This design comes from an exercise in tuning for small area, a short achievable clock period and few clock cycles on the open sky130 flow, not from production work. Only simulation tests tie the RTL to the original design; equivalence was not proved.

job 5733:
==> flow/design.v (excerpt) <==
module hallmark_lane (
    input  wire         clk,
    input  wire         rst,
    input  wire         start,
    input  wire [7:0]   stream,
    input  wire [1:0]   tflag,
    input  wire         restart,
    input  wire [63:0]  seq,
    input  wire [47:0]  sec,
    input  wire [31:0]  nsec,
    input  wire [3:0]   nrange,
    input  wire [63:0]  devser,
    input  wire [255:0] prev,
    output wire         idle,
    input  wire         in_valid,
    input  wire [63:0]  in_data,
    output wire         in_ready,
    output reg          done,
    output wire [255:0] hallmark
);
Size: ~6,600 cells after synthesis, ~1,200 flip-flops, roughly 810 I/O pins, roughly 0.064 mm² of cells after synthesis.
Settings: LEC_CHECK=0, CAP_MARGIN=20, CORE_MARGIN=2, CORE_UTILIZATION=30, CTS_BUF_LIST=sky130_fd_sc_hd__clkbuf_4 sky130_fd_sc_hd__clkbuf_8, PLACE_DENSITY=0.5, SETUP_SLACK_MARGIN=5, SLEW_MARGIN=20; clock period 10.0 ns.
run.sh (not shown) runs the stock make flow with config.mk's settings and CLKGATE_MAP_FILE= SYNTH_SCRIPT=/design/flow/synth_recipe.tcl, a recipe that flattens the netlist after the stock synthesis.
Job 5733 completed; timing, DRC and antenna clean
Testbench counts of job 5733, summed over its fixed seeds: cycles 447,163.
The inputs of job 4769 differ from those of job 5733 as listed below.
Settings: clearing CTS_BUF_LIST, which used to be sky130_fd_sc_hd__clkbuf_4 sky130_fd_sc_hd__clkbuf_8; putting ABC_AREA at 1 where nothing was set.
==> flow/flow/run.sh (new file) <==
#!/bin/bash
# Standard layout, with the smallest plain buffer on every port and a clock tree
# built from mid-size buffers without dummy loads.
set -euo pipefail
export BUFFER_PORTS_ARGS="-buffer_cell sky130_fd_sc_hd__buf_1"
export CTS_ARGS="-sink_clustering_enable -repair_clock_nets -dont_use_dummy_load -buf_list {sky130_fd_sc_hd__clkbuf_4 sky130_fd_sc_hd__clkbuf_8}"
bash standard.sh > standard.log 2>&1
==> flow/standard.sh (new file) <==
#!/bin/bash
# synth_recipe.tcl (not shown) runs the flow's synth.tcl, then flattens the netlist and writes it again
# the make line also repeats each setting of config.mk as NAME=value (left out here)
make -C /OpenROAD-flow-scripts/flow DESIGN_CONFIG=/design/flow/config.mk WORK_HOME=/design/flow/orfs CLKGATE_MAP_FILE= SYNTH_SCRIPT=/design/flow/synth_recipe.tcl "${@:-finish}"
removed: flow/run.sh
Results
- Going from job 5733 to job 4769, the routed wire length was found to have gone up by 20%.
- The final reports for job 4769 and job 5733 show slew at the pin with the worst max-slew slack higher in the former.
- For the worst hold slack, job 4769 came in 55 ps lower than job 5733 did.
- In job 4769, final critical-path share of the clock period is lower than in job 5733.
- Of job 5733 and job 4769, the lower core occupancy in the finished layout belongs to job 4769.
- Area share of xor/xnor cells in the synthesized design: lower on job 4769
[inputs] job 4271 vs job 4769
Settings: a change of PLACE_DENSITY from 0.5 to 0.65; a deleted ABC_AREA that had been 1; a change of CORE_UTILIZATION from 30 to 50.
==> flow/run.sh (new file) <==
#!/bin/bash
# synth_recipe.tcl (not shown) runs the flow's synth.tcl, then flattens the netlist and writes it again
# the make line also repeats each setting of config.mk as NAME=value (left out here)
make -C /OpenROAD-flow-scripts/flow DESIGN_CONFIG=/design/flow/config.mk WORK_HOME=/design/flow/orfs CLKGATE_MAP_FILE= SYNTH_SCRIPT=/design/flow/synth_recipe.tcl finish
removed: flow/flow/run.sh
removed: flow/standard.sh
- Job 4271 has number of global-route vias before repair below what job 4769 had.
- Post-route non-filler standard cell count in job 4271 is 31% lower than in job 4769
- Non-clock inverter count in the final layout (lower): job 4271
- Compared with job 4769, job 4271 shows share of the clock period used by the worst path after layout higher by 2.4 points.
- Of job 4271 and job 4769, the run reporting the higher wire length of the first global-routing pass was job 4769.
- Across both runs, met3 demand-to-capacity share in global routing was higher for job 4271 than for job 4769.
- Of job 4271 and job 4769, it is job 4271 that has the lower clock buffer count in the final layout.
- In the flow results for job 4271 and job 4769, the fraction of standard cell area in multi-input logic is larger on job 4769.
### job 4271 -> job 581
Settings: PLACE_DENSITY now 0.5, was 0.65; CORE_UTILIZATION now 30, was 50.
==> flow/flow/run.sh (new file) <==
#!/bin/bash
# Standard layout, with the smallest plain buffer on every port.
set -euo pipefail
export BUFFER_PORTS_ARGS="-buffer_cell sky130_fd_sc_hd__buf_1"
bash standard.sh > standard.log 2>&1
==> flow/standard.sh (new file) <==
#!/bin/bash
# synth_recipe.tcl (not shown) runs the flow's synth.tcl, then flattens the netlist and writes it again
# the make line also repeats each setting of config.mk as NAME=value (left out here)
make -C /OpenROAD-flow-scripts/flow DESIGN_CONFIG=/design/flow/config.mk WORK_HOME=/design/flow/orfs CLKGATE_MAP_FILE= SYNTH_SCRIPT=/design/flow/synth_recipe.tcl "${@:-finish}"
removed: flow/run.sh
Notes after the runs:
Higher critical path depth goes to job 4271 over job 581.
The faster design of the two is job 581; job 4271 tops out lower.
Job 581: PASS, flow complete, no timing, DRC or antenna violations
Compared with job 4271, job 581 shows final area lower by 0.0034 mm².
Routed wire length per instance down about 7.5% in job 581 wrt job 4271
Changes observed in job 581 relative to job 4271: largest net degree at the start of global routing shrank by 30; via count shrank by 1,129; total of cells resized after clock tree synthesis grew by 24; met3 global-route usage shrank by 3.9 points.

afterwards: timing with drivers on the ports:
Ports are ideal in the flow. The routed layouts listed here were re-timed in OpenROAD. Step 1 assumes that a clkbuf_16 drives the clock port and a buf_2 every other input. Step 2 adds t to the input delays and takes it off the output delays; t is the mean of the earliest and latest rising clock arrival at the registers after step 1. Input paths then give back, and output paths get back, about the clock's delay inside the block. Three values: ideal ports, drivers, drivers and shift; two values: the first two.
run	t (ns)	setup slack, ns	worst setup path after step 2	slew at the worst register clock pin (ns)	worst data-port slew with drivers (ns)
job 5733	1.070	4.991 / 4.991 / 4.391	input to register	0.08 / 0.08	0.23
job 4769	1.040	5.143 / 5.143 / 5.143	register to register	0.07 / 0.07	0.15
job 4271	0.864	4.908 / 4.908 / 4.508	input to register	0.08 / 0.08	0.23
job 581	0.897	4.977 / 4.977 / 4.764	input to register	0.07 / 0.07	0.22
After both steps setup and hold are still met in every run listed. For job 5733, which loses most, drivers alone change the setup slack by 0.000 ns; drivers and shift together by -0.600 ns.
